This is an optimization exercise on Yosys and OpenROAD, whose aim is small area, a short achievable clock period and few clock cycles per item, not a production implementation. Function was checked by simulation only, so behaviour that the tests miss may differ from the original. Power is estimated from default activity; no workload was simulated.

==> flow/design.v (outline; a module is shown in full before it is edited, if it fits) <==
// module tile_alu: 265 lines
// module tile_alu_booth: 2710 lines
module tile_alu (
    input  wire        clk,
    input  wire        rst,
    input  wire        in_valid,
    output wire        in_ready,
    input  wire        in_first,      
    input  wire [7:0]  in_op,
    input  wire [1:0]  in_mod,
    input  wire [17:0] in_srca,       
    input  wire [17:0] in_srcb,       
    input  wire [39:0] in_a,          
    input  wire        in_at,
    input  wire [39:0] in_b,          
    input  wire        in_bt,
    input  wire [39:0] in_hi,         
    input  wire        in_ht,
    input  wire [39:0] in_d,          
    input  wire        in_dt,
    output reg         out_valid,
    output reg         out_wr,        
    output reg  [39:0] out_res,       
    output reg         out_t,         
    output reg         out_sat,       
    output reg         out_chk,       
    output reg         out_c,         
    output reg         out_ct         
);
  // ...
==> flow/run.sh <==
#!/bin/bash
# synth_recipe.tcl (not shown) runs the flow's synth.tcl, then flattens the netlist and writes it again
# the make line also repeats each setting of config.mk as NAME=value (left out here)
make -C /OpenROAD-flow-scripts/flow DESIGN_CONFIG=/design/flow/config.mk WORK_HOME=/design/flow/orfs CLKGATE_MAP_FILE= SYNTH_SCRIPT=/design/flow/synth_recipe.tcl finish
==> flow/config.mk <==
export PLATFORM = sky130hd
export DESIGN_NAME = tile_alu
export DESIGN_NICKNAME = tile_alu
export VERILOG_FILES = /design/flow/design.v
export SDC_FILE = /design/flow/constraint.sdc
export NUM_CORES = 4
export LEC_CHECK = 0
export ABC_CLOCK_PERIOD_IN_PS = 6000
export CAP_MARGIN = 20
export CORE_MARGIN = 2
export CORE_UTILIZATION = 40
export PLACE_DENSITY = 0.5
export SLEW_MARGIN = 20
==> flow/constraint.sdc <==
create_clock -name core_clock -period 24.0 [get_ports {clk}]
set_input_delay 4.8000 -clock core_clock [delete_from_list [all_inputs] [get_ports {clk}]]
set_output_delay 4.8000 -clock core_clock [all_outputs]
set_load 0.01 [all_outputs]
==> run notes, run 1 <==
status=complete, no violations; Die X=477 um; FF+latch count=758; switching share of power=0.546; Final nets=12200; clock-pin slew on the worst setup and hold paths=60 ps; Antenna Violating Nets Remaining=0; WHS Path Cells=0; max-cap viol count=0; I/O Pins=262; synth cell count leaders=inv_1, fa_1, o22ai_1; Post-synth EDFFs=0; most common cell in the netlist=inv_1; top layer in use=met5; startpoint types=register; Final Hold Fails=0; combinational fraction of design power=0.777; hold endpoint=out_wr; clock power share=0.099; syn nets=12300; total routed wirelength=476000 um; GR Layer Usage met3=0.0872; row cnt=173; Req. time, crit path=24650 ps; core footprint=222000 sq um; clk tree area frac=0.0340; total gr overflow=0; pins over their slew limit=0; post-synthesis simple-gate area fraction=0.105; Die H=477 um; setup_tns=0 ps; total power=16.1 mW; synthesized area=89500 sq um; number of gates resized after CTS=0; Num CTS Buffers=95; most frequent cells in the layout=inv_1, fa_1, o22ai_1; drt pass-1 iters=7; H-tree depth=3; worst-path fanout max=18; hold buffer count at cts=0; share of the synthesized area in the top cell type=0.205
Testbench counts, summed over its fixed seeds: cycles 160,032, slots 160,000.
==> inputs of run 2 (changes only) <==
==> flow/flow/run.sh (new file) <==
#!/bin/bash
set -uo pipefail
MARGIN=${MARGIN:-17}
bash standard.sh SETUP_SLACK_MARGIN=$MARGIN finish > standard.log 2>&1
status=$?
tail -20 standard.log
exit $status
==> flow/standard.sh (new file) <==
#!/bin/bash
# synth_recipe.tcl (not shown) runs the flow's synth.tcl, then flattens the netlist and writes it again
# the make line also repeats each setting of config.mk as NAME=value (left out here)
make -C /OpenROAD-flow-scripts/flow DESIGN_CONFIG=/design/flow/config.mk WORK_HOME=/design/flow/orfs CLKGATE_MAP_FILE= SYNTH_SCRIPT=/design/flow/synth_recipe.tcl "${@:-finish}"
removed: flow/run.sh
==> run 2 against run 1 <==
Synthesized cell count did not move. Still clean. Critical path depth did not move. Global-route usage barely moved. Non-clock buffer count rose by 4. Count of clock-buffer cells in the layout did not move.
==> run notes, run 2 <==
status=complete, no violations (unchanged); Worst-Skew Late Latency=820 ps (was 830 ps); RSZ-0062 raised after global routing=no (unchanged); largest registers=acc x88, pc1 x79, ps1 x79 (unchanged); pins over their slew limit=0 (unchanged); Setup Viol. Count Final=0 (unchanged); hold endpoint=out_wr (unchanged); share of the synthesized area in the top cell type=0.205 (unchanged); CTS tree=built (unchanged); worst-path fanout max=39 (was 18); WHS Path Cells=0 (unchanged); Final min period=6740 ps (was 8040 ps); synthesized area=89500 sq um (unchanged); hpwl dp=354000 um (unchanged); setup_tns=0 ps (unchanged); most common cell in the netlist=inv_1 (unchanged); Yosys reg bits=758 (unchanged); hold buffer count at cts=0 (unchanged); RR Startpoint=d1[18] (was a1[8]); Iter 0 DRT Violations=10600 (was 10800); Placed Cells incl. Taps=13400 (unchanged); commonest non-fill, non-tap cell in the layout=inv_1 (unchanged); final core utilization=0.448 (was 0.447); Die H=477 um (unchanged); Area growth, synth to finish=11.2% (was 11.0%); drt drc=0 (unchanged); Synth Flop Type=dfxtp_1 (unchanged); Avg Cell Area, Syn=8.43 sq um (unchanged); CP cell instances=inv_1 > ha_1 > or4_1 > nor4_1 > o31ai_1 > a211oi_2 > o2111ai_1 > a2111oi_2 > o31ai_1 > a21oi_1 > nor2_1 > xor2_1 > ha_1 > buf_6 > nor2b_1 > mux2i_1 > a31o_2 > nand2_2 > and4_1 > a311o_1 > or4b_1 (was ha_1 > nor4_2 > nand2_1 > a21oi_1 > o31ai_1 > a211oi_1 > o2111ai_1 > a2111oi_0 > o31ai_1 > a21oi_1 > nor2_1 > xor2_1 > ha_1 > inv_1 > nor2_1 > o211ai_1 > a31o_2 > nand2_1 > o21ai_2 > a221oi_1 > a211o_1); Async S/R FF share, synth=0 (unchanged); max-cap viol count=0 (unchanged); Most flops, register=acc (unchanged); HP Start=wr2 (unchanged); via count=86000 (was 85900); Final Hold Fails=0 (unchanged); reg-to-reg critical path endpoint=w2r[36] (was w2r[31]); Crit Path Class=register to register (unchanged); Die X=477 um (unchanged); total gr overflow=0 (unchanged); IO buf count=260 (unchanged); syn nets=12300 (unchanged); ratio of final minimum period to clock period=0.281 (was 0.335); vias in the first global route=85600 (about the same); Antenna Violating Nets Remaining=0 (unchanged); Largest register FFs=88 (unchanged); CP max stage delay=600 ps (was 950 ps); Power Density=162 nW/um^2 (about the same); Ys Warns=1 (unchanged); R2R depth=21 (unchanged); H-tree depth=3 (unchanged); largest area contributor in the netlist=fa_1 (unchanged); Seq/Total Area, Yosys=0.169 (unchanged); GPL Wtd Cong=1.03 (unchanged); startpoint types=register (unchanged); dpl cell area=96000 sq um (unchanged); die area=228000 sq um (unchanged); Setup crit end kind=register (unchanged); reg-to-reg slack, setup=17260 ps (was 15960 ps); synth cell count leaders=inv_1, fa_1, o22ai_1 (unchanged); drt wl/cell=35.0 um (was 35.1 um); first-pass GRT wire length=664000 um (was 663000 um); CP arrival=7380 ps (was 8690 ps); worst slew pin tran=1310 ps (was 1250 ps); row cnt=173 (unchanged); max frequency=148 MHz (was 124 MHz); CTS Sinks=758 (unchanged); total routed wirelength=475000 um (was 476000 um); Slowest cell on crit path=or4_1 (was o21ai_2); clk root buf=clkbuf_16 (unchanged); Post-synth EDFFs=0 (unchanged); clock-pin slew on the worst setup and hold paths=60 ps (about the same); core footprint=222000 sq um (unchanged); initial antenna violation count=36 (was 35); Max rail drop VDD=335 uV (was 331 uV); clock skew=111 ps (was 113 ps); most frequent cells in the layout=inv_1, fa_1, o22ai_1 (unchanged); gr usage total=0.407 (about the same); layout cells sized above 1=0.0748 (was 0.0727); final instance count without filler cells=13600 (about the same); largest net degree at the start of global routing=89 (unchanged); I/O Pins=262 (unchanged); Design Area, Final=99600 sq um (was 99400 sq um); vias per cell=6.33 (about the same); worst-case clock buffer depth=3 (unchanged); Num CTS Buffers=95 (unchanged); Synth Instances=10600 (unchanged); Final nets=12200 (about the same); Req. time, crit path=24640 ps (was 24650 ps); drt pass-1 iters=7 (unchanged); total power=16.2 mW (was 16.1 mW); worst min path class=register to register (unchanged); P_leak=42.9 nW (about the same); synth unique cells=107 (unchanged); slew margin rel.=0.114 (was 0.155); top cells by area, synth=fa_1, dfxtp_1, ha_1 (unchanged); starting density of the core=0.403 (unchanged)
[run 2: worst max-delay path by stage]
stage,from,cells past startpoint,to
after floorplan,in_op[3],7,b0[0]
after global placement,a1[8],21,w2r[31]
after detailed placement,a1[8],21,w2r[31]
after CTS,a1[9],22,w2r[33]
after global routing,d1[18],21,w2r[36]
final,d1[18],21,w2r[36]
[run 2: critical path: cells and delay by family, from the launching register on]
kind                     cells  cell delay, ps
multiplexers                 1             320
flip-flops                   1             410
AND/OR/NAND/NOR              7            2130
XOR/XNOR                     1             160
AO/OA/AOI/OAI                8            2360
adder cells (fa/ha/maj)      2             750
buffers and inverters        2             430
[run 2: power by group]
part           internal (mW)  switching [mW]  total (mW)
Sequential              1.72           0.279        2.00
Clock                  0.905           0.688        1.59
Combinational           4.70            7.86        12.6
Total                   7.33            8.82        16.2
[run 2: per-stage QoR]
step	setup slack (ps)	hold slack, ps
after global placement	16570	312
final	17260	281
after floorplan	17640	310
after detailed placement	16310	312
after CTS	17070	276
after global routing	17010	284
[run 2: layer usage]
metal | GRT usage | wire [um]
met1 | 0.502 | 183000
met2 | 0.630 | 208000
met3 | 0.0877 | 43800
met4 | 0.291 | 40900
met5 | 0.00105 | 107
[run 2: kinds of logic after synthesis]
| logic type | share of synthesized area |
|---|---|
| AO/OA/AOI/OAI | 0.209 |
| XOR/XNOR | 0.115 |
| adder cells (fa/ha/maj) | 0.279 |
| buffers and inverters | 0.0895 |
| flip-flops | 0.169 |
| multiplexers | 0.0327 |
| other | 0.0000419 |
| AND/OR/NAND/NOR | 0.105 |
[run 2: final cells by class]
cell class,instances,area (sq um)
Antenna cell,21,52.6
Timing Repair Buffer,555,4860
Clock buffer,115,2580
Inverter,1336,5020
Fill cell,22200,123000
Multi-Input combinational cell,7759,67400
Sequential cell,758,15200
Tap cell,2975,3720
Clock inverter,55,793
[run 2: timing repair]
| item | CTS | global route |
|---|---|---|
| buffers inserted | 2 | 2 |
| endpoints found under the setup margin | 52 | 111 |
| pin swaps | 1 | 2 |
| gates resized for setup | 11 | 18 |
==> module tile_alu, before the edit <==
module tile_alu (
    input  wire        clk,
    input  wire        rst,
    input  wire        in_valid,
    output wire        in_ready,
    input  wire        in_first,      
    input  wire [7:0]  in_op,
    input  wire [1:0]  in_mod,
    input  wire [17:0] in_srca,       
    input  wire [17:0] in_srcb,       
    input  wire [39:0] in_a,          
    input  wire        in_at,
    input  wire [39:0] in_b,          
    input  wire        in_bt,
    input  wire [39:0] in_hi,         
    input  wire        in_ht,
    input  wire [39:0] in_d,          
    input  wire        in_dt,
    output reg         out_valid,
    output reg         out_wr,        
    output reg  [39:0] out_res,       
    output reg         out_t,         
    output reg         out_sat,       
    output reg         out_chk,       
    output reg         out_c,         
    output reg         out_ct         
);
    localparam [7:0] OP_NOP = 8'h01, OP_MOV = 8'h02, OP_ADD = 8'h03, OP_SUB = 8'h04,
                     OP_MIN = 8'h05, OP_MAX = 8'h06, OP_ABS = 8'h07, OP_NEG = 8'h08,
                     OP_CLAMP = 8'h09, OP_SEL = 8'h0A, OP_CMPLT = 8'h0B, OP_CMPLE = 8'h0C,
                     OP_SHL = 8'h10, OP_SHR = 8'h11, OP_LDI = 8'h18,
                     OP_MACZ = 8'h20, OP_MAC = 8'h21, OP_MSU = 8'h22, OP_ACCST = 8'h23,
                     OP_MULS32 = 8'h24, OP_INTEG = 8'h28, OP_CHK = 8'h38;
    localparam [39:0] MAX40 = 40'h7F_FFFF_FFFF;
    localparam [39:0] MIN40 = 40'h80_0000_0000;
    localparam [87:0] MAX88 = {1'b0, {87{1'b1}}};
    localparam [87:0] MIN88 = {1'b1, {87{1'b0}}};
    assign in_ready = 1'b1;
    wire i_nop   = in_op == OP_NOP;
    wire i_ldi   = in_op == OP_LDI;
    wire i_shl   = in_op == OP_SHL;
    wire i_shr   = in_op == OP_SHR;
    wire i_accst = in_op == OP_ACCST;
    wire        b_imm = i_ldi | i_shl | i_shr | i_accst;
    wire [39:0] b0_n  = b_imm ? {{4{in_srca[17]}}, in_srca, in_srcb} : in_b;
    reg         v0, first0;
    reg  [39:0] a0, b0, hi0, d0;
    reg         at0, bt0, ht0, dt0;
    reg  [1:0]  mod0;
    reg         mneg0;                         
    reg         o_mov, o_add, o_sub, o_min, o_max, o_abs, o_neg, o_clamp, o_sel, o_cmplt,
                o_cmple, o_shl, o_shr, o_ldi, o_macz, o_mac, o_msu, o_accst, o_muls,
                o_integ, o_chk;
    always @(posedge clk) begin
        v0 <= rst ? 1'b0 : in_valid;
        first0 <= in_first;
        a0 <= in_a;  b0 <= b0_n;  hi0 <= in_hi;  d0 <= in_d;
        at0 <= in_at; bt0 <= in_bt; ht0 <= in_ht; dt0 <= in_dt;
        mod0 <= in_mod;
        mneg0 <= (in_mod == 2'b01) & !(i_nop | i_ldi | i_accst);
        o_mov <= in_op == OP_MOV; o_add <= in_op == OP_ADD; o_sub <= in_op == OP_SUB;
        o_min <= in_op == OP_MIN; o_max <= in_op == OP_MAX; o_abs <= in_op == OP_ABS;
        o_neg <= in_op == OP_NEG; o_clamp <= in_op == OP_CLAMP; o_sel <= in_op == OP_SEL;
        o_cmplt <= in_op == OP_CMPLT; o_cmple <= in_op == OP_CMPLE;
        o_shl <= i_shl; o_shr <= i_shr; o_ldi <= i_ldi;
        o_macz <= in_op == OP_MACZ; o_mac <= in_op == OP_MAC; o_msu <= in_op == OP_MSU;
        o_accst <= i_accst; o_muls <= in_op == OP_MULS32; o_integ <= in_op == OP_INTEG;
        o_chk <= in_op == OP_CHK;
    end
    wire        a_is_min = a0 == MIN40;
    wire [39:0] a_negsat = a_is_min ? MAX40 : (~a0 + 40'd1);
    wire        mod01    = mod0 == 2'b01;
    wire        a_take_neg = o_neg ? !mod01 : (o_abs ? a0[39] : mneg0);
    wire [39:0] a_sel    = a_take_neg ? a_negsat : a0;
    wire [39:0] a1_n     = {a_sel[39:1], a_sel[0] | (o_neg & mod01 & a_is_min)};
    wire        sat1_n   = a_is_min & (mneg0 | o_abs | o_neg);
    wire [39:0] mx   = mneg0 ? ~a0 : a0;
    wire        mci  = mneg0 & !a_is_min;
    wire [88:0] ps, pc;
    tile_alu_booth mul (.a(mx), .b(b0), .neg(o_msu), .ci(mci), .ps(ps), .pc(pc));
    wire [6:0]  r1_n = o_shl ? (7'd39 - {1'b0, b0[5:0]}) :
                       o_ldi ? (7'd39 - {3'd0, mod0, 2'b00}) :
                       o_shr ? {1'b0, b0[5:0]} :
                       o_muls ? 7'd32 : b0[6:0];
    reg         v1, first1;
    reg  [88:0] ps1, pc1;
    reg  [39:0] a1, b1, hi1, d1;
    reg         at1, bt1, ht1, dt1, sat1;
    reg  [6:0]  r1;
    reg         bad1, bmin1, himax1, himin1;
    reg         p_mov, p_add, p_sub, p_min, p_max, p_absneg, p_clamp, p_sel, p_cmplt,
                p_cmple, p_shl, p_shr, p_ldi, p_accst, p_muls, p_integ, p_chk,
                p_accw, p_macz, p_accuse, p_place_hi, p_shx;
    always @(posedge clk) begin
        v1 <= rst ? 1'b0 : v0;
        first1 <= first0;
        ps1 <= ps; pc1 <= pc;
        a1 <= a1_n; b1 <= b0; hi1 <= hi0; d1 <= d0;
        at1 <= at0; bt1 <= bt0; ht1 <= ht0; dt1 <= dt0; sat1 <= sat1_n;
        r1 <= r1_n;
        bad1   <= ({~b0[39], b0[38:0]} > {~hi0[39], hi0[38:0]});
        bmin1  <= b0 == MIN40;
        himax1 <= hi0 == MAX40;
        himin1 <= hi0 == MIN40;
        p_mov <= o_mov; p_add <= o_add; p_sub <= o_sub; p_min <= o_min; p_max <= o_max;
        p_absneg <= o_abs | o_neg; p_clamp <= o_clamp; p_sel <= o_sel;
        p_cmplt <= o_cmplt; p_cmple <= o_cmple; p_shl <= o_shl; p_shr <= o_shr;
        p_ldi <= o_ldi; p_accst <= o_accst; p_muls <= o_muls; p_integ <= o_integ;
        p_chk <= o_chk;
        p_accw <= o_macz | o_mac | o_msu;
        p_macz <= o_macz;
        p_accuse <= (o_mac | o_msu) & !first0;
        p_place_hi <= o_shl | o_ldi;
        p_shx <= o_shl | o_shr | o_ldi | o_accst;
    end
    reg         c, c_t;                        
    wire        c_cur  = first1 ? 1'b0 : c;
    wire        ct_cur = first1 ? 1'b0 : c_t;
    wire        add_inv = !p_add;
    wire        add_cin = !(p_add | p_cmple);
    wire [40:0] add_b   = add_inv ? ~{b1[39], b1} : {b1[39], b1};
    wire [40:0] sum41   = {a1[39], a1} + add_b + {40'd0, add_cin};
    wire        sum_ovf = sum41[40] ^ sum41[39];
    wire [39:0] sum_sat = sum_ovf ? (sum41[40] ? MIN40 : MAX40) : sum41[39:0];
    wire        lt      = sum41[40];           
    wire [41:0] a42  = {{2{a1[39]}}, a1};
    wire [41:0] nb42 = ~{{2{b1[39]}}, b1};
    wire [41:0] d42  = {{2{d1[39]}}, d1};
    wire [41:0] nh42 = ~{{2{hi1[39]}}, hi1};
    wire [41:0] ck1s = a42 ^ nb42 ^ ~d42;                        
    wire [41:0] ck1c = (a42 & nb42) | (a42 & ~d42) | (nb42 & ~d42);
    wire [41:0] ck1  = ck1s + {ck1c[40:0], 1'b1};
    wire [41:0] ck2s = a42 ^ nb42 ^ d42;                         
    wire [41:0] ck2c = (a42 & nb42) | (a42 & d42) | (nb42 & d42);
    wire [41:0] ck2  = ck2s + {ck2c[40:0], 1'b1};
    wire        chk_fail = at1 | bt1 | dt1 | !ck1[41] | ck2[41];
    wire [40:0] integ41   = {d1[39], d1} + {a1[39], a1};
    wire        integ_ovf = integ41[40] ^ integ41[39];
    wire        integ_neg = integ41[40];
    wire [39:0] integ_x   = integ_ovf ? (integ_neg ? MIN40 : MAX40) : integ41[39:0];
    wire [41:0] j1s  = d42 ^ a42 ^ nb42;
    wire [41:0] j1c  = (d42 & a42) | (d42 & nb42) | (a42 & nb42);
    wire [41:0] j1   = j1s + {j1c[40:0], 1'b1};
    wire [41:0] j2s  = d42 ^ a42 ^ nh42;
    wire [41:0] j2c  = (d42 & a42) | (d42 & nh42) | (a42 & nh42);
    wire [41:0] j2   = j2s + {j2c[40:0], 1'b0};
    wire        j2_m1   = &(j2s ^ {j2c[40:0], 1'b0});
    wire        i_lt_b  = integ_ovf ? (integ_neg & !bmin1) : j1[41];
    wire        i_gt_hi = integ_ovf ? (!integ_neg & !himax1) : !j2[41];
    wire        i_eq_hi = integ_ovf ? (integ_neg ? himin1 : himax1) : j2_m1;
    wire        a_gt_hi = ({~a1[39], a1[38:0]} > {~hi1[39], hi1[38:0]});
    wire        y_lt_b    = p_integ ? i_lt_b : lt;
    wire        y_gt_hi   = p_integ ? i_gt_hi : a_gt_hi;
    wire [39:0] cy        = p_integ ? integ_x : a1;
    wire [39:0] clamp_res = bad1 ? hi1 : (y_lt_b ? b1 : (y_gt_hi ? hi1 : cy));
    wire        integ_c   = bad1 ? !i_eq_hi : (i_lt_b | i_gt_hi);
    wire        pick_a = p_mov | p_absneg | (p_min & lt) | (p_max & !lt) | (p_sel & c_cur);
    wire        pick_b = (p_min & !lt) | (p_max & lt) | (p_sel & !c_cur);
    wire        pick_s = p_add | p_sub;
    wire        pick_c = p_clamp | p_integ;
    wire [39:0] alu_res = ({40{pick_a}} & a1) | ({40{pick_b}} & b1) |
                          ({40{pick_s}} & sum_sat) | ({40{pick_c}} & clamp_res);
    wire        wr2_n  = p_mov | p_add | p_sub | p_min | p_max | p_absneg | p_clamp | p_sel |
                         p_shl | p_shr | p_ldi | p_accst | p_muls | p_integ;
    wire        tab    = at1 | bt1;
    wire        acct_cur;
    wire        t2_n   = p_sel ? ((c_cur ? at1 : bt1) | ct_cur) :
                         p_integ ? (tab | ht1 | dt1) :
                         p_clamp ? (tab | ht1) :
                         (p_mov | p_absneg | p_shl | p_shr) ? at1 :
                         p_accst ? acct_cur :
                         p_ldi ? 1'b0 : tab;
    wire        c_n    = (p_cmplt | p_cmple) ? lt : (p_integ ? integ_c : c_cur);
    wire        ct_n   = (p_cmplt | p_cmple) ? tab : (p_integ ? (tab | ht1 | dt1) : ct_cur);
    reg  [87:0] acc;
    reg         acc_t;
    wire [88:0] acc_row  = p_accuse ? {acc[87], acc} : 89'd0;
    wire [88:0] fa_s     = acc_row ^ ps1 ^ pc1;
    wire [88:0] fa_c     = (acc_row & ps1) | (acc_row & pc1) | (ps1 & pc1);
    wire [88:0] tot      = fa_s + {fa_c[87:0], 1'b0};
    wire        tot_ovf  = tot[88] ^ tot[87];
    wire [87:0] acc_sat  = tot_ovf ? (tot[88] ? MIN88 : MAX88) : tot[87:0];
    wire [87:0] acc_cur  = first1 ? 88'd0 : acc;
    assign      acct_cur = first1 ? 1'b0 : acc_t;
    wire        sat2_n = sat1 | ((p_add | p_sub) & sum_ovf) | (p_integ & integ_ovf) |
                         (p_accw & !p_macz & tot_ovf);
    wire [39:0] pv    = p_ldi ? b1 : a1;
    wire [87:0] sv    = p_accst ? acc_cur :
                        p_place_hi ? {{9{pv[39]}}, pv, 39'd0} : {{48{pv[39]}}, pv};
    wire [88:0] w0 = {sv, 1'b0};
    wire [88:0] w1 = r1[6] ? {{64{w0[88]}}, w0[88:64]} : w0;
    wire        k1 = r1[6] & (|w0[63:0]);
    wire [72:0] w2 = r1[5] ? {{16{w1[88]}}, w1[88:32]} : w1[72:0];
    wire        k2 = r1[5] & (|w1[31:0]);
    wire [56:0] w3 = r1[4] ? w2[72:16] : w2[56:0];
    wire        k3 = r1[4] & (|w2[15:0]);
    wire [47:0] fit_bits;
    genvar gj;
    generate
        for (gj = 0; gj < 48; gj = gj + 1) begin : g_fit
            assign fit_bits[gj] = (r1 > gj) | (sv[40 + gj] == sv[87]);
        end
    endgenerate
    wire        sfit = &fit_bits;
    reg         v2, wr2, t2, sat2, chk2, c2, ct2, rnd2;
    reg  [56:0] w2r;
    reg  [3:0]  r2;
    reg         st2, fit2, sg2;
    always @(posedge clk) begin
        if (rst) begin
            c <= 1'b0; c_t <= 1'b0;
            acc <= 88'd0; acc_t <= 1'b0;
        end else if (v1) begin
            c <= c_n; c_t <= ct_n;
            if (p_accw) begin
                acc   <= p_macz ? tot[87:0] : acc_sat;
                acc_t <= p_macz ? tab : (acct_cur | tab);
            end else if (first1) begin
                acc   <= 88'd0;
                acc_t <= 1'b0;
            end
        end
        v2 <= rst ? 1'b0 : v1;
        wr2 <= wr2_n; t2 <= t2_n; sat2 <= sat2_n; chk2 <= p_chk & chk_fail;
        c2 <= c_n; ct2 <= ct_n;
        rnd2 <= p_shx | p_muls;
        r2 <= r1[3:0];
        if (p_muls) begin
            w2r  <= tot[87:31];
            st2  <= |tot[30:0];
            fit2 <= (tot[79:72] == 8'h00) | (tot[79:72] == 8'hFF);
            sg2  <= tot[88];
        end else begin
            w2r  <= p_shx ? w3 : {17'd0, alu_res};
            st2  <= k1 | k2 | k3;
            fit2 <= sfit;
            sg2  <= sv[87];
        end
    end
    wire [48:0] w4 = r2[3] ? w2r[56:8] : w2r[48:0];
    wire        k4 = r2[3] & (|w2r[7:0]);
    wire [44:0] w5 = r2[2] ? w4[48:4] : w4[44:0];
    wire        k5 = r2[2] & (|w4[3:0]);
    wire [42:0] w6 = r2[1] ? w5[44:2] : w5[42:0];
    wire        k6 = r2[1] & (|w5[1:0]);
    wire [41:0] w7 = r2[0] ? w6[42:1] : w6[41:0];
    wire        k7 = r2[0] & w6[0];
    wire [40:0] rq   = w7[41:1];
    wire        rg   = w7[0];
    wire        rsk  = st2 | k4 | k5 | k6 | k7;
    wire        rinc = rg & (rsk | rq[0]);
    wire [40:0] rr   = rq + {40'd0, rinc};
    wire        rovf = !fit2 | (rr[40] ^ rr[39]);
    wire [39:0] rres = rovf ? (sg2 ? MIN40 : MAX40) : rr[39:0];
    always @(posedge clk) begin
        out_valid <= rst ? 1'b0 : v2;
        out_wr  <= wr2;
        out_res <= rnd2 ? rres : w2r[39:0];
        out_t   <= t2;
        out_sat <= sat2 | (rnd2 & rovf);
        out_chk <= chk2;
        out_c   <= c2;
        out_ct  <= ct2;
    end
endmodule
==> inputs of run 3 (changes only) <==
--- a/flow/design.v
+++ b/flow/design.v
@@ -78,100 +78,101 @@
     wire        mci  = mneg0 & !a_is_min;
     wire [88:0] ps, pc;
     tile_alu_booth mul (.a(mx), .b(b0), .neg(o_msu), .ci(mci), .ps(ps), .pc(pc));
+    reg         c, c_t;                        
+    wire        c_cur  = first0 ? 1'b0 : c;
+    wire        ct_cur = first0 ? 1'b0 : c_t;
+    wire [40:0] x41  = {mx[39], mx};
+    wire [41:0] x42  = {{2{mx[39]}}, mx};
+    wire [41:0] nb42 = ~{{2{b0[39]}}, b0};
+    wire [41:0] d42  = {{2{d0[39]}}, d0};
+    wire [41:0] nh42 = ~{{2{hi0[39]}}, hi0};
+    wire        add_cin = !(o_add | o_cmple);
+    wire [40:0] add_b   = o_add ? {b0[39], b0} : ~{b0[39], b0};
+    wire [40:0] ad_s    = x41 ^ add_b;
+    wire [40:0] ad_c    = x41 & add_b;
+    wire [40:0] sum41   = ad_s + {ad_c[39:0], mci} + {40'd0, add_cin};
+    wire        sum_ovf = sum41[40] ^ sum41[39];
+    wire [39:0] sum_sat = sum_ovf ? (sum41[40] ? MIN40 : MAX40) : sum41[39:0];
+    wire        lt      = sum41[40];           
+    wire [41:0] ck1s = x42 ^ nb42 ^ ~d42;                        
+    wire [41:0] ck1c = (x42 & nb42) | (x42 & ~d42) | (nb42 & ~d42);
+    wire [41:0] ck1  = ck1s + {ck1c[40:0], 1'b1} + {41'd0, mci};
+    wire [41:0] ck2s = x42 ^ nb42 ^ d42;                         
+    wire [41:0] ck2c = (x42 & nb42) | (x42 & d42) | (nb42 & d42);
+    wire [41:0] ck2  = ck2s + {ck2c[40:0], 1'b1} + {41'd0, mci};
+    wire        chk_fail = at0 | bt0 | dt0 | !ck1[41] | ck2[41];
+    wire [40:0] integ41   = {d0[39], d0} + x41 + {40'd0, mci};
+    wire        integ_ovf = integ41[40] ^ integ41[39];
+    wire        integ_neg = integ41[40];
+    wire [39:0] integ_x   = integ_ovf ? (integ_neg ? MIN40 : MAX40) : integ41[39:0];
+    wire [41:0] j1s  = d42 ^ x42 ^ nb42;
+    wire [41:0] j1c  = (d42 & x42) | (d42 & nb42) | (x42 & nb42);
+    wire [41:0] j1   = j1s + {j1c[40:0], 1'b1} + {41'd0, mci};
+    wire [41:0] j2s  = d42 ^ x42 ^ nh42;
+    wire [41:0] j2c  = (d42 & x42) | (d42 & nh42) | (x42 & nh42);
+    wire [41:0] j2   = j2s + {j2c[40:0], mci};
+    wire        j2_m1   = &(j2s ^ {j2c[40:0], mci});
+    wire        bmin    = b0 == MIN40;
+    wire        himax   = hi0 == MAX40;
+    wire        himin   = hi0 == MIN40;
+    wire        bad     = {~b0[39], b0[38:0]} > {~hi0[39], hi0[38:0]};
+    wire        i_lt_b  = integ_ovf ? (integ_neg & !bmin) : j1[41];
+    wire        i_gt_hi = integ_ovf ? (!integ_neg & !himax) : !j2[41];
+    wire        i_eq_hi = integ_ovf ? (integ_neg ? himin : himax) : j2_m1;
+    wire [40:0] ah      = {hi0[39], hi0} + ~x41 + {40'd0, !mci};
+    wire        a_gt_hi = ah[40];
+    wire        y_lt_b    = o_integ ? i_lt_b : lt;
+    wire        y_gt_hi   = o_integ ? i_gt_hi : a_gt_hi;
+    wire [39:0] cy        = o_integ ? integ_x : a1_n;
+    wire [39:0] clamp_res = bad ? hi0 : (y_lt_b ? b0 : (y_gt_hi ? hi0 : cy));
+    wire        integ_c   = bad ? !i_eq_hi : (i_lt_b | i_gt_hi);
+    wire        pick_a = o_mov | o_abs | o_neg | o_shl | o_shr | (o_min & lt) | (o_max & !lt) | (o_sel & c_cur);
+    wire        pick_b = o_ldi | (o_min & !lt) | (o_max & lt) | (o_sel & !c_cur);
+    wire        pick_s = o_add | o_sub;
+    wire        pick_c = o_clamp | o_integ;
+    wire [39:0] res1_n = ({40{pick_a}} & a1_n) | ({40{pick_b}} & b0) |
+                         ({40{pick_s}} & sum_sat) | ({40{pick_c}} & clamp_res);
+    wire        wr1_n  = o_mov | o_add | o_sub | o_min | o_max | o_abs | o_neg | o_clamp | o_sel |
+                         o_shl | o_shr | o_ldi | o_accst | o_muls | o_integ;
+    wire        tab    = at0 | bt0;
+    wire        t1_n   = o_sel ? ((c_cur ? at0 : bt0) | ct_cur) :
+                         o_integ ? (tab | ht0 | dt0) :
+                         o_clamp ? (tab | ht0) :
+                         (o_mov | o_abs | o_neg | o_shl | o_shr) ? at0 :
+                         o_ldi ? 1'b0 : tab;
+    wire        sat1_x = sat1_n | ((o_add | o_sub) & sum_ovf) | (o_integ & integ_ovf);
+    wire        c_n    = (o_cmplt | o_cmple) ? lt : (o_integ ? integ_c : c_cur);
+    wire        ct_n   = (o_cmplt | o_cmple) ? tab : (o_integ ? (tab | ht0 | dt0) : ct_cur);
     wire [6:0]  r1_n = o_shl ? (7'd39 - {1'b0, b0[5:0]}) :
                        o_ldi ? (7'd39 - {3'd0, mod0, 2'b00}) :
                        o_shr ? {1'b0, b0[5:0]} :
                        o_muls ? 7'd32 : b0[6:0];
     reg         v1, first1;
     reg  [88:0] ps1, pc1;
-    reg  [39:0] a1, b1, hi1, d1;
-    reg         at1, bt1, ht1, dt1, sat1;
+    reg  [39:0] res1;
     reg  [6:0]  r1;
-    reg         bad1, bmin1, himax1, himin1;
-    reg         p_mov, p_add, p_sub, p_min, p_max, p_absneg, p_clamp, p_sel, p_cmplt,
-                p_cmple, p_shl, p_shr, p_ldi, p_accst, p_muls, p_integ, p_chk,
-                p_accw, p_macz, p_accuse, p_place_hi, p_shx;
+    reg         wr1, t1, sat1, chk1, c1, ct1;
+    reg         p_accst, p_muls, p_accw, p_macz, p_accuse, p_place_hi, p_shx;
     always @(posedge clk) begin
+        if (rst) begin
+            c <= 1'b0; c_t <= 1'b0;
+        end else if (v0) begin
+            c <= c_n; c_t <= ct_n;
+        end
         v1 <= rst ? 1'b0 : v0;
         first1 <= first0;
         ps1 <= ps; pc1 <= pc;
-        a1 <= a1_n; b1 <= b0; hi1 <= hi0; d1 <= d0;
-        at1 <= at0; bt1 <= bt0; ht1 <= ht0; dt1 <= dt0; sat1 <= sat1_n;
+        res1 <= res1_n;
         r1 <= r1_n;
-        bad1   <= ({~b0[39], b0[38:0]} > {~hi0[39], hi0[38:0]});
-        bmin1  <= b0 == MIN40;
-        himax1 <= hi0 == MAX40;
-        himin1 <= hi0 == MIN40;
-        p_mov <= o_mov; p_add <= o_add; p_sub <= o_sub; p_min <= o_min; p_max <= o_max;
-        p_absneg <= o_abs | o_neg; p_clamp <= o_clamp; p_sel <= o_sel;
-        p_cmplt <= o_cmplt; p_cmple <= o_cmple; p_shl <= o_shl; p_shr <= o_shr;
-        p_ldi <= o_ldi; p_accst <= o_accst; p_muls <= o_muls; p_integ <= o_integ;
-        p_chk <= o_chk;
+        wr1 <= wr1_n; t1 <= t1_n; sat1 <= sat1_x; chk1 <= o_chk & chk_fail;
+        c1 <= c_n; ct1 <= ct_n;
+        p_accst <= o_accst; p_muls <= o_muls;
         p_accw <= o_macz | o_mac | o_msu;
         p_macz <= o_macz;
         p_accuse <= (o_mac | o_msu) & !first0;
         p_place_hi <= o_shl | o_ldi;
         p_shx <= o_shl | o_shr | o_ldi | o_accst;
     end
-    reg         c, c_t;                        
-    wire        c_cur  = first1 ? 1'b0 : c;
-    wire        ct_cur = first1 ? 1'b0 : c_t;
-    wire        add_inv = !p_add;
-    wire        add_cin = !(p_add | p_cmple);
-    wire [40:0] add_b   = add_inv ? ~{b1[39], b1} : {b1[39], b1};
-    wire [40:0] sum41   = {a1[39], a1} + add_b + {40'd0, add_cin};
-    wire        sum_ovf = sum41[40] ^ sum41[39];
-    wire [39:0] sum_sat = sum_ovf ? (sum41[40] ? MIN40 : MAX40) : sum41[39:0];
-    wire        lt      = sum41[40];           
-    wire [41:0] a42  = {{2{a1[39]}}, a1};
-    wire [41:0] nb42 = ~{{2{b1[39]}}, b1};
-    wire [41:0] d42  = {{2{d1[39]}}, d1};
-    wire [41:0] nh42 = ~{{2{hi1[39]}}, hi1};
-    wire [41:0] ck1s = a42 ^ nb42 ^ ~d42;                        
-    wire [41:0] ck1c = (a42 & nb42) | (a42 & ~d42) | (nb42 & ~d42);
-    wire [41:0] ck1  = ck1s + {ck1c[40:0], 1'b1};
-    wire [41:0] ck2s = a42 ^ nb42 ^ d42;                         
-    wire [41:0] ck2c = (a42 & nb42) | (a42 & d42) | (nb42 & d42);
-    wire [41:0] ck2  = ck2s + {ck2c[40:0], 1'b1};
-    wire        chk_fail = at1 | bt1 | dt1 | !ck1[41] | ck2[41];
-    wire [40:0] integ41   = {d1[39], d1} + {a1[39], a1};
-    wire        integ_ovf = integ41[40] ^ integ41[39];
-    wire        integ_neg = integ41[40];
-    wire [39:0] integ_x   = integ_ovf ? (integ_neg ? MIN40 : MAX40) : integ41[39:0];
-    wire [41:0] j1s  = d42 ^ a42 ^ nb42;
-    wire [41:0] j1c  = (d42 & a42) | (d42 & nb42) | (a42 & nb42);
-    wire [41:0] j1   = j1s + {j1c[40:0], 1'b1};
-    wire [41:0] j2s  = d42 ^ a42 ^ nh42;
-    wire [41:0] j2c  = (d42 & a42) | (d42 & nh42) | (a42 & nh42);
-    wire [41:0] j2   = j2s + {j2c[40:0], 1'b0};
-    wire        j2_m1   = &(j2s ^ {j2c[40:0], 1'b0});
-    wire        i_lt_b  = integ_ovf ? (integ_neg & !bmin1) : j1[41];
-    wire        i_gt_hi = integ_ovf ? (!integ_neg & !himax1) : !j2[41];
-    wire        i_eq_hi = integ_ovf ? (integ_neg ? himin1 : himax1) : j2_m1;
-    wire        a_gt_hi = ({~a1[39], a1[38:0]} > {~hi1[39], hi1[38:0]});
-    wire        y_lt_b    = p_integ ? i_lt_b : lt;
-    wire        y_gt_hi   = p_integ ? i_gt_hi : a_gt_hi;
-    wire [39:0] cy        = p_integ ? integ_x : a1;
-    wire [39:0] clamp_res = bad1 ? hi1 : (y_lt_b ? b1 : (y_gt_hi ? hi1 : cy));
-    wire        integ_c   = bad1 ? !i_eq_hi : (i_lt_b | i_gt_hi);
-    wire        pick_a = p_mov | p_absneg | (p_min & lt) | (p_max & !lt) | (p_sel & c_cur);
-    wire        pick_b = (p_min & !lt) | (p_max & lt) | (p_sel & !c_cur);
-    wire        pick_s = p_add | p_sub;
-    wire        pick_c = p_clamp | p_integ;
-    wire [39:0] alu_res = ({40{pick_a}} & a1) | ({40{pick_b}} & b1) |
-                          ({40{pick_s}} & sum_sat) | ({40{pick_c}} & clamp_res);
-    wire        wr2_n  = p_mov | p_add | p_sub | p_min | p_max | p_absneg | p_clamp | p_sel |
-                         p_shl | p_shr | p_ldi | p_accst | p_muls | p_integ;
-    wire        tab    = at1 | bt1;
-    wire        acct_cur;
-    wire        t2_n   = p_sel ? ((c_cur ? at1 : bt1) | ct_cur) :
-                         p_integ ? (tab | ht1 | dt1) :
-                         p_clamp ? (tab | ht1) :
-                         (p_mov | p_absneg | p_shl | p_shr) ? at1 :
-                         p_accst ? acct_cur :
-                         p_ldi ? 1'b0 : tab;
-    wire        c_n    = (p_cmplt | p_cmple) ? lt : (p_integ ? integ_c : c_cur);
-    wire        ct_n   = (p_cmplt | p_cmple) ? tab : (p_integ ? (tab | ht1 | dt1) : ct_cur);
     reg  [87:0] acc;
     reg         acc_t;
     wire [88:0] acc_row  = p_accuse ? {acc[87], acc} : 89'd0;
@@ -181,12 +182,10 @@
     wire        tot_ovf  = tot[88] ^ tot[87];
     wire [87:0] acc_sat  = tot_ovf ? (tot[88] ? MIN88 : MAX88) : tot[87:0];
     wire [87:0] acc_cur  = first1 ? 88'd0 : acc;
-    assign      acct_cur = first1 ? 1'b0 : acc_t;
-    wire        sat2_n = sat1 | ((p_add | p_sub) & sum_ovf) | (p_integ & integ_ovf) |
-                         (p_accw & !p_macz & tot_ovf);
-    wire [39:0] pv    = p_ldi ? b1 : a1;
+    wire        acct_cur = first1 ? 1'b0 : acc_t;
+    wire        sat2_n = sat1 | (p_accw & !p_macz & tot_ovf);
     wire [87:0] sv    = p_accst ? acc_cur :
-                        p_place_hi ? {{9{pv[39]}}, pv, 39'd0} : {{48{pv[39]}}, pv};
+                        p_place_hi ? {{9{res1[39]}}, res1, 39'd0} : {{48{res1[39]}}, res1};
     wire [88:0] w0 = {sv, 1'b0};
     wire [88:0] w1 = r1[6] ? {{64{w0[88]}}, w0[88:64]} : w0;
     wire        k1 = r1[6] & (|w0[63:0]);
@@ -208,21 +207,19 @@
     reg         st2, fit2, sg2;
     always @(posedge clk) begin
         if (rst) begin
-            c <= 1'b0; c_t <= 1'b0;
             acc <= 88'd0; acc_t <= 1'b0;
         end else if (v1) begin
-            c <= c_n; c_t <= ct_n;
             if (p_accw) begin
                 acc   <= p_macz ? tot[87:0] : acc_sat;
-                acc_t <= p_macz ? tab : (acct_cur | tab);
+                acc_t <= p_macz ? t1 : (acct_cur | t1);
             end else if (first1) begin
                 acc   <= 88'd0;
                 acc_t <= 1'b0;
             end
         end
         v2 <= rst ? 1'b0 : v1;
-        wr2 <= wr2_n; t2 <= t2_n; sat2 <= sat2_n; chk2 <= p_chk & chk_fail;
-        c2 <= c_n; ct2 <= ct_n;
+        wr2 <= wr1; t2 <= p_accst ? acct_cur : t1; sat2 <= sat2_n; chk2 <= chk1;
+        c2 <= c1; ct2 <= ct1;
         rnd2 <= p_shx | p_muls;
         r2 <= r1[3:0];
         if (p_muls) begin
@@ -231,7 +228,7 @@
             fit2 <= (tot[79:72] == 8'h00) | (tot[79:72] == 8'hFF);
             sg2  <= tot[88];
         end else begin
-            w2r  <= p_shx ? w3 : {17'd0, alu_res};
+            w2r  <= p_shx ? w3 : {17'd0, res1};
             st2  <= k1 | k2 | k3;
             fit2 <= sfit;
             sg2  <= sv[87];
==> flow/flow/run.sh (replaced) <==
#!/bin/bash
set -uo pipefail
MARGIN=${MARGIN:-17.5}
bash standard.sh SETUP_SLACK_MARGIN=$MARGIN finish > standard.log 2>&1
status=$?
tail -20 standard.log
exit $status
--- a/flow/config.mk
+++ b/flow/config.mk
@@ -8,6 +8,6 @@
 export ABC_CLOCK_PERIOD_IN_PS = 6000
 export CAP_MARGIN = 20
 export CORE_MARGIN = 2
-export CORE_UTILIZATION = 40
-export PLACE_DENSITY = 0.5
+export CORE_UTILIZATION = 50
+export PLACE_DENSITY = 0.55
 export SLEW_MARGIN = 20
==> run 3 against run 2 <==
Critical endpoint is now ps1[27]. Sequential power shrank 19%. Register-to-register slack gained 190 ps. Design area shrank 5.4%. Highest routed layer unchanged. Final cell count shrank 8.8%. Fmax grew 2.9%.
==> run notes, run 3 <==
gr usage total=0.484 (was 0.407); dpl cell area=90400 sq um (was 96000 sq um); drt drc=0 (unchanged); I/O Pins=262 (unchanged); reg-to-reg slack, setup=17450 ps (was 17260 ps); starting density of the core=0.503 (was 0.403); first-pass GRT wire length=607000 um (was 664000 um); fill count=15700 (was 22200); R2R depth=16 (was 21); Synth Instances=10200 (was 10600); Final nets=11800 (was 12200); worst slew pin tran=1230 ps (was 1310 ps); Final min period=6550 ps (was 6740 ps); clock skew=43.8 ps (was 111 ps); drt pass-1 iters=10 (was 7); IO buf count=260 (unchanged); final instance count without filler cells=12400 (was 13600); largest registers=acc x88, pc1 x79, ps1 x79 (unchanged); row cnt=151 (was 173); pins over their slew limit=0 (unchanged); drt wl/cell=34.8 um (was 35.0 um); Most flops, register=acc (unchanged); initial antenna violation count=32 (was 36); setup_tns=0 ps (unchanged); Setup crit end kind=register (unchanged); Crit Path Class=register to register (unchanged); HP Start=chk1 (was wr2); die area=174000 sq um (was 228000 sq um); worst-case clock buffer depth=3 (unchanged); Max rail drop VDD=759 uV (was 335 uV); WHS Path Cells=0 (unchanged); max-cap viol count=0 (unchanged); startpoint types=register (unchanged); Ys Warns=1 (unchanged); Placed Cells incl. Taps=12200 (was 13400); share of the synthesized area in the top cell type=0.216 (was 0.205); Async S/R FF share, synth=0 (unchanged); Largest register FFs=88 (unchanged); Setup Viol. Count Final=0 (unchanged); total gr overflow=0 (unchanged); commonest non-fill, non-tap cell in the layout=inv_1 (unchanged); most common cell in the netlist=inv_1 (unchanged); via count=85600 (was 86000); synthesized area=85300 sq um (was 89500 sq um); vias in the first global route=82900 (was 85600); Synth Flop Type=dfxtp_1 (unchanged); vias per cell=6.91 (was 6.33); Reg area=12400 sq um (was 15200 sq um); worst-path fanout max=43 (was 39); Worst-Skew Late Latency=750 ps (was 820 ps); largest area contributor in the netlist=fa_1 (unchanged); Final Hold Fails=0 (unchanged); Num CTS Buffers=75 (was 95); layout cells sized above 1=0.0806 (was 0.0748); synth cell count leaders=inv_1, fa_1, o22ai_1 (unchanged); slew margin rel.=0.175 (was 0.114); Avg Cell Area, Syn=8.38 sq um (was 8.43 sq um); WHS=330 ps (was 281 ps); Die X=417 um (was 477 um); CTS Sinks=620 (was 758); Power Density=183 nW/um^2 (was 162 nW/um^2); ratio of final minimum period to clock period=0.273 (was 0.281); core footprint=169000 sq um (was 222000 sq um); Post-synth EDFFs=0 (unchanged); Req. time, crit path=24550 ps (was 24640 ps); Slowest cell on crit path=fa_1 (was or4_1); GPL Wtd Cong=1.08 (was 1.03); CP max stage delay=800 ps (was 600 ps); clock-pin slew on the worst setup and hold paths=60 ps (about the same); Antenna Violating Nets Remaining=0 (unchanged); hold buffer count at cts=0 (unchanged); Iter 0 DRT Violations=13300 (was 10600); hpwl dp=305000 um (was 354000 um); Design Area, Final=94200 sq um (was 99600 sq um); Yosys reg bits=620 (was 758); H-tree depth=3 (unchanged); RR Startpoint=mneg0 (was d1[18]); Die H=417 um (was 477 um); synth unique cells=108 (was 107); hold endpoint=chk2 (was out_wr); largest net degree at the start of global routing=89 (unchanged); total routed wirelength=431000 um (was 475000 um); most frequent CP cell=fa_1; syn nets=11900 (was 12300); Area growth, synth to finish=10.4% (was 11.2%); clk root buf=clkbuf_16 (unchanged); reg-to-reg critical path endpoint=ps1[27] (was w2r[36]); RSZ-0062 raised after global routing=yes (was no); P_leak=39.3 nW (was 42.9 nW); most frequent cells in the layout=inv_1, fa_1, o22ai_1 (unchanged); CTS tree=built (unchanged); max frequency=153 MHz (was 148 MHz); top cells by area, synth=fa_1, dfxtp_1, ha_1 (unchanged); CP cell instances=buf_8 > xor2_1 > buf_4 > inv_1 > buf_6 > o22ai_1 > xnor2_1 > fa_1 > inv_1 > fa_1 > inv_1 > fa_1 > fa_1 > fa_1 > inv_1 > fa_1 (was inv_1 > ha_1 > or4_1 > nor4_1 > o31ai_1 > a211oi_2 > o2111ai_1 > a2111oi_2 > o31ai_1 > a21oi_1 > nor2_1 > xor2_1 > ha_1 > buf_6 > nor2b_1 > mux2i_1 > a31o_2 > nand2_2 > and4_1 > a311o_1 > or4b_1); Multi-input gate area=66900 sq um (was 67400 sq um); CP arrival=7110 ps (was 7380 ps); Seq/Total Area, Yosys=0.145 (was 0.169); worst min path class=register to register (unchanged); status=complete, no violations (unchanged)
[run 3: area by class of cell]
cell class | instances | share of cell area
Multi-Input combinational cell | 7732 | 0.710
Antenna cell | 16 | 0.000425
Tap cell | 2218 | 0.0295
Clock buffer | 93 | 0.0222
Inverter | 1038 | 0.0416
Sequential cell | 620 | 0.132
Clock inverter | 44 | 0.00492
Timing Repair Buffer | 619 | 0.0592
[run 3: per-stage QoR]
step,power (mW),setup slack [ps],util
after floorplan,9.05,17640,-
after global placement,14.6,16340,0.534
after detailed placement,14.9,16300,0.534
after CTS,16.2,17500,0.550
after global routing,18.2,17490,0.556
final,17.3,17450,0.556
[run 3: timing repair]
| action | CTS | global route |
|---|---|---|
| resized for setup | 38 | 81 |
| endpoints found under the hold margin | 0 | 0 |
| cloned | 2 | 8 |
| pin swaps | 3 | 18 |
| setup buffers | 7 | 39 |
| setup endpoints to repair | 158 | 158 |
[run 3: worst max path at each step]
stage | startpoint | end | slack, ps | depth (start not counted)
floorplan | in_op[3] | b0[0] | 17640 | 7
global placement | a0[0] | res1[32] | 16340 | 22
CTS | a0[0] | res1[36] | 17500 | 20
detailed placement | a0[0] | res1[33] | 16300 | 24
finish | mneg0 | ps1[27] | 17450 | 16
global route | a0[0] | res1[0] | 17490 | 25
[run 3: power breakdown]
group	switching (mW)	total [mW]	leakage [nW]	internal (mW)
Clock	0.534	1.20	1.24	0.664
Combinational	9.43	14.5	32.9	5.03
Sequential	0.167	1.62	5.13	1.46
Total	10.1	17.3	39.3	7.15
[run 3: worst max-delay path, delay by kind of cell, from the launching register on]
kind	cells	cell delay, ps
xor gates and xnor gates	2	350
adders and majority gates	6	3490
AOI/OAI and AO/OA	1	180
DFF	1	330
buffers and inverters	7	1950
[run 3: per-layer routing]
layer  wire length [um]  vias up  GRT usage
met5                235        -    0.00278
met4              37800       28      0.329
met3              62900     1916      0.191
met2             172000     7263      0.676
met1             157000    41500      0.610
li1                   -    34900          -
[run 3: cell families (layout without fill, tap and decap cells)]
kind of cell / after synthesis / after routing / synth area share
other: 1 / 17 / 0.0000440
AND/OR/NAND/NOR: 2045 / 2048 / 0.113
multiplexers: 178 / 178 / 0.0288
flip-flops: 620 / 620 / 0.145
AO/OA/AOI/OAI: 2829 / 2832 / 0.208
adder cells (fa/ha/maj): 1522 / 1522 / 0.304
XOR/XNOR: 1151 / 1151 / 0.118
buffers and inverters: 1840 / 1794 / 0.0826
Testbench counts of run 3, summed over its fixed seeds: cycles 160,032, slots 160,000.

-- what the ideal ports hide --
In the flow no input, the clock included, has a driving cell. The finished layouts below were timed again as built, in two steps.
Step 1 (the two cells are an assumption about what drives the block):
set clk [get_ports {clk}]
set_driving_cell -lib_cell sky130_fd_sc_hd__clkbuf_16 $clk
set_driving_cell -lib_cell sky130_fd_sc_hd__buf_2 [delete_from_list [all_inputs] $clk]
Step 2 moves the port delays by t, midway between the first and last clock arrival at a register: inputs arrive t later, outputs are due t later. That takes back most of the time a late clock gives input paths.
a / b / c = no drivers / after step 1 / after step 2; a / b = the first two.
run	shift t [ns]	slack for setup (ns)	hold WS [ns]	latest minus earliest clock arrival (ns)
run 1	0.871	15.962 / 15.962 / 15.962	0.277 / 0.277 / 0.277	0.114 / 0.114
run 2	0.881	17.258 / 17.258 / 16.804	0.281 / 0.281 / 0.281	0.111 / 0.111
run 3	0.814	17.446 / 17.446 / 16.819	0.330 / 0.330 / 0.330	0.046 / 0.046
After both steps setup and hold are still met in every run listed. The setup slack of run 3, which loses most, moves by 0.000 ns with the drivers and by -0.627 ns with both steps.
